From an optimization exercise on the open Yosys and OpenROAD flow, aimed at small area, a short achievable clock period and few clock cycles per item; shortcuts taken in it are not production practice.
At most, simulation tests tie the RTL to the original design; equivalence was not proved.
Power and IR drop assume default switching activity.

==> inputs of run C <==
==> flow/design.v (excerpt) <==
module subblock_chooser (
    input  wire        clk,
    input  wire        rst,
    input  wire        in_valid,
    output wire        in_ready,
    input  wire        in_first,
    input  wire        in_last,
    input  wire [23:0] in_value,
    input  wire [1:0]  in_hcnt,
    input  wire [23:0] in_hist1,
    input  wire [23:0] in_hist2,
    input  wire [23:0] in_hist3,
    output reg         out_valid,
    input  wire        out_ready,
    output reg  [1:0]  out_mode,
    output reg  [4:0]  out_param,
    output reg  [11:0] out_bits
);
clock: 20.0 ns
lec_check: 0
cap_margin: 50
core_margin: 2
core_utilization: 60
place_density: 0.72
slew_margin: 70
run.sh (not shown) runs the stock make flow with config.mk's settings and CLKGATE_MAP_FILE= SYNTH_SCRIPT=/design/flow/synth_recipe.tcl, a recipe that flattens the netlist after the stock synthesis.
==> run E (differences from run C) <==
--- a/flow/design.v
+++ b/flow/design.v
@@ -19,72 +19,81 @@
     localparam NK = 23;             
     localparam NC = 4 * NK + 1;     
     localparam ESC = NK;            
     reg        rdy;                 
     reg  [1:0] outst;               
     assign in_ready = rdy;
-    wire take     = in_valid && rdy;
+    reg  [2:0] hold;
+    wire       rdyc = (hold == 3'd0) && (outst <= 2'd1);
+    wire take     = in_valid && rdyc;
     wire take_end = take && in_last;
     wire pop      = out_valid && out_ready;
-    reg  [1:0] hold;
-    wire [1:0] hold_n = take ? {in_last, in_first}
-                             : (hold != 2'd0) ? hold - 2'd1 : 2'd0;
+    wire [2:0] hold_n = take ? ((in_first && in_last) ? 3'd4 : {1'b0, in_last, in_first})
+                             : (hold != 3'd0) ? hold - 3'd1 : 3'd0;
     wire [1:0] outst_n = outst + {1'b0, take_end} - {1'b0, pop};
     always @(posedge clk) begin
         if (rst) begin
             rdy   <= 1'b1;
             outst <= 2'd0;
             hold  <= 2'd0;
         end else begin
             outst <= outst_n;
             hold  <= hold_n;
-            rdy   <= (hold_n == 2'd0) && (outst_n <= 2'd1);
-        end
-    end
-    reg        conv, va, firsta, lasta;
+            rdy   <= (hold_n == 3'd0) && (outst_n <= 2'd1);
+        end
+    end
+    reg        conv, conv2, va, firsta, lasta;
+    reg        inblk;               
     reg [23:0] xa, y1;
     reg [24:0] t1, t2;
     reg [1:0]  ha;
     wire signed [27:0] sx  = $signed(xa);
     wire signed [27:0] sy1 = $signed(y1);
     wire signed [27:0] st1 = $signed(t1);
     wire signed [27:0] st2 = $signed(t2);
     wire signed [27:0] d1  = sx - sy1;
-    always @(posedge clk) begin
-        if (rst) begin
-            conv <= 1'b0;
-            va   <= 1'b0;
-        end else begin
-            conv <= take && in_first;
-            va   <= (take && !in_first) || conv;
-        end
-        if (take) begin
+    wire [24:0] c12 = $signed(y1) - $signed(t1);    
+    wire [24:0] c23 = t1 - t2;                      
+    always @(posedge clk) begin
+        if (rst) begin
+            conv  <= 1'b0;
+            conv2 <= 1'b0;
+            va    <= 1'b0;
+            inblk <= 1'b0;
+        end else begin
+            conv  <= take && in_first;
+            conv2 <= conv && lasta;
+            va    <= (take && !in_first) || (conv && !lasta) || conv2;
+            if (take)
+                inblk <= !in_last;
+        end
+        if (rdyc) begin
             xa     <= in_value;
             firsta <= in_first;
             lasta  <= in_last;
         end
-        if (take && in_first) begin
-            y1 <= in_hist1;
+        if (rdyc && !inblk) begin
+            y1 <= (in_hcnt != 2'd0) ? in_hist1 : 24'd0;
             t1 <= {in_hist2[23], in_hist2};
             t2 <= {in_hist3[23], in_hist3};
             ha <= in_hcnt;
         end else if (conv) begin
-            t1 <= $signed(y1) - $signed(t1);
-            t2 <= t1 - t2;
+            t1 <= (ha >= 2'd2) ? c12 : 25'd0;
+            t2 <= (ha == 2'd3) ? c23 : (ha == 2'd2) ? c12 : 25'd0;
         end else if (va) begin
             y1 <= xa;
-            t1 <= d1[24:0];
-            t2 <= t1;
+            t1 <= (ha != 2'd0) ? d1[24:0] : 25'd0;
+            t2 <= (ha == 2'd3) ? t1 : (ha == 2'd1) ? d1[24:0] : (ha == 2'd2) ? t1 : 25'd0;
             ha <= (ha == 2'd3) ? 2'd3 : ha + 2'd1;
         end
     end
     wire signed [27:0] d2 = sx - sy1 - st1;              
     wire signed [27:0] d3 = sx - sy1 - 2 * st1 + st2;    
-    wire signed [27:0] e1n = (ha >= 2'd1) ? d1 : sx;
-    wire signed [27:0] e2n = (ha >= 2'd2) ? d2 : e1n;
-    wire signed [27:0] e3n = (ha >= 2'd3) ? d3 : e2n;
+    wire signed [27:0] e1n = d1;
+    wire signed [27:0] e2n = d2;
+    wire signed [27:0] e3n = d3;
     reg        v1, first1, last1;
     reg [23:0] e0;
     reg [24:0] e1;
     reg [25:0] e2;
     reg [26:0] e3;
     always @(posedge clk) begin
@@ -110,15 +119,20 @@
     reg        s1, s2, s3, s4, s5;  
     reg [26:0] uu  [0:3];
     reg [NK-1:0] sml [0:3];
     genvar gp, gk, gb;
     generate
         for (gp = 0; gp < 4; gp = gp + 1) begin : gsml
+            wire [27:5] zh;
+            assign zh[27] = 1'b1;
+            for (gb = 5; gb < 27; gb = gb + 1) begin : gz
+                assign zh[gb] = ~|un[gp][26:gb];
+            end
             for (gk = 0; gk < NK; gk = gk + 1) begin : gk_
                 always @(posedge clk)
-                    sml[gp][gk] <= v1 && ~|un[gp][26:gk+5]
+                    sml[gp][gk] <= v1 && zh[gk+5]
                                    && !(un[gp][gk+4] && un[gp][gk+3]);
             end
             always @(posedge clk)
                 uu[gp] <= un[gp];
         end
     endgenerate
@@ -192,20 +206,23 @@
         for (gj = 0; gj < 3; gj = gj + 1) begin : gplane
             for (gi = 0; gi < NC; gi = gi + 1) begin : gbit
                 assign bp[gj][gi] = cv[gi][gj];
             end
         end
     endgenerate
-    wire [NC-1:0] ali = al | {NC{s1}};
-    wire anyh = (s1 && |(~bp[2]))          || |(al & ~bp[2]);
-    wire x    = (s1 && |(~bp[2] & ~bp[1])) || |(al & ~bp[2] & ~bp[1]);
-    wire y    = (s1 && |(~bp[1]))          || |(al & ~bp[1]);
+    wire anyh = |(al & ~bp[2]);
+    wire x    = |(al & ~bp[2] & ~bp[1]);
+    wire y    = |(al & ~bp[1]);
     wire anyl = anyh ? x : y;
-    wire [NC-1:0] alm = ali & ~(bp[2] & {NC{anyh}}) & ~(bp[1] & {NC{anyl}});
-    wire any0 = |(alm & ~bp[0]);
-    wire [NC-1:0] aln = alm & ~(bp[0] & {NC{any0}});
+    wire z00  = |(al & ~bp[2] & ~bp[1] & ~bp[0]);
+    wire z01  = |(al & ~bp[2] &  bp[1] & ~bp[0]);
+    wire z10  = |(al &  bp[2] & ~bp[1] & ~bp[0]);
+    wire z11  = |(al &  bp[2] &  bp[1] & ~bp[0]);
+    wire any0 = anyh ? (anyl ? z00 : z01) : (anyl ? z10 : z11);
+    wire [NC-1:0] aln = al & ~(bp[2] & {NC{anyh}}) & ~(bp[1] & {NC{anyl}})
+                           & ~(bp[0] & {NC{any0}});
     integer i;
     always @(posedge clk) begin
         if (rst) begin
             s1 <= 1'b0;
             s2 <= 1'b0;
             s3 <= 1'b0;
@@ -216,13 +233,13 @@
             s2 <= s1;
             s3 <= s2;
             s4 <= s3;
             s5 <= s4;
         end
         esc5 <= esc;
-        al <= aln;
+        al <= (s1 || s2 || s3 || s4) ? aln : {NC{1'b1}};
         mn <= {mn[8:0], !anyh, !anyl, !any0};
     end
     reg [1:0]  pm;
     reg [4:0]  pk;
     always @(*) begin
         pm = 2'd0;
Settings changed: ABC_AREA set to 1, CTS_CLUSTER_DIAMETER set to 80, CTS_CLUSTER_SIZE set to 22.
==> results.rst <==
.. list-table::
   :header-rows: 1

   * - Metric
     - Value
   * - Reported clock group power
     - approximately 2.3 mW
   * - Horizontal die dimension
     - about 400 µm
   * - Clock distribution area overhead in the final layout
     - 3.26%
   * - Worst Min Path Start
     - last1
   * - Area taken by flip-flops and latches
     - 35300 µm²
   * - GR Layer Usage met3
     - around 6.5%
   * - Area share of the leading cell type in the synthesized netlist
     - between 30% and 40%
   * - F_max
     - between 0.15 and 0.2 GHz
   * - Number of buffers created by CTS
     - around 100
   * - Rows
     - 143
   * - Worst-margin pin slew
     - around 0.50 ns
   * - Combinational cell fraction of total power
     - ~45%
   * - Total number of tap cells
     - around 2.0k
   * - Largest net degree at the start of global routing
     - 71
   * - Share of the cycle needed by the critical path after routing
     - 31.5%
   * - Number of logic stages on the critical path including buffering
     - between 80 and 90
   * - Outcome
     - no timing/DRC/antenna violations
   * - Number of buffer and inverter stages on the critical path
     - 1
   * - Number of flip-flops in the largest register
     - about 1.1k
   * - Wire length per cell
     - slightly above 20 µm
   * - Share of cell area taken by multi-input logic gates
     - between 40% and 50%
-- figures above: run E

==> results.rst <==
.. list-table::
   :header-rows: 1

   * - Metric
     - Value
   * - Worst Min Path Start
     - mn[8]
   * - Combinational cell fraction of total power
     - approximately 29%
   * - F_max
     - between 0.15 and 0.2 GHz
   * - Register with the most flip-flops
     - acc
   * - Rows
     - around 140
   * - Number of buffer and inverter stages on the critical path
     - 3
   * - Outcome
     - no timing/DRC/antenna violations
   * - Internal reg-to-reg setup slack
     - about 14 ns
   * - Category of the worst setup path launch point
     - flop
   * - Number of logic stages on the critical path including buffering
     - 22
   * - Reported clock group power
     - ~3.4 mW
   * - Largest net degree at the start of global routing
     - 82
   * - Area taken by flip-flops and latches
     - between 30000 and 40000 µm²
   * - Height of the die
     - between 300 and 400 µm
   * - Share of cell area taken by multi-input logic gates
     - about half
   * - Number of flip-flops in the largest register
     - 1064
   * - Number of buffers created by CTS
     - 174
   * - GR Layer Usage met3
     - about 8.6%
   * - Area share of the leading cell type in the synthesized netlist
     - roughly 33%
   * - Horizontal die dimension
     - just under 400 µm
-- figures above: run C

Testbench counts of run E, summed over its fixed seeds: cycles 75,117, subblocks 1,280.
Function not checked in run C: the RTL went through the layout flow alone.

-- static timing again, ports no longer ideal --
The flow's constraints put no driver on any port. The routed layouts listed below were extracted and timed again, unchanged, in two steps. Step 1 sets driving cells, clkbuf_16 on the clock port and buf_2 on the other inputs (assumed; they add their load-dependent delay and slew). Step 2 times the ports against the registers' clock, not the clock port: input delays grow and output delays shrink by t, the midpoint of the rising clock arrivals with the driver on. Three values: ideal ports, drivers, drivers and shift; two values: the first two.
run	shift t [ns]	setup WS [ns]	clock arrival spread, ns
run C	0.893	14.013 / 14.013 / 13.885	0.043 / 0.043
run E	0.844	13.706 / 13.706 / 13.706	0.036 / 0.036
After both steps every run listed still meets setup and hold. For run C, which loses most, drivers alone change the setup slack by 0.000 ns; drivers and shift together by -0.128 ns.
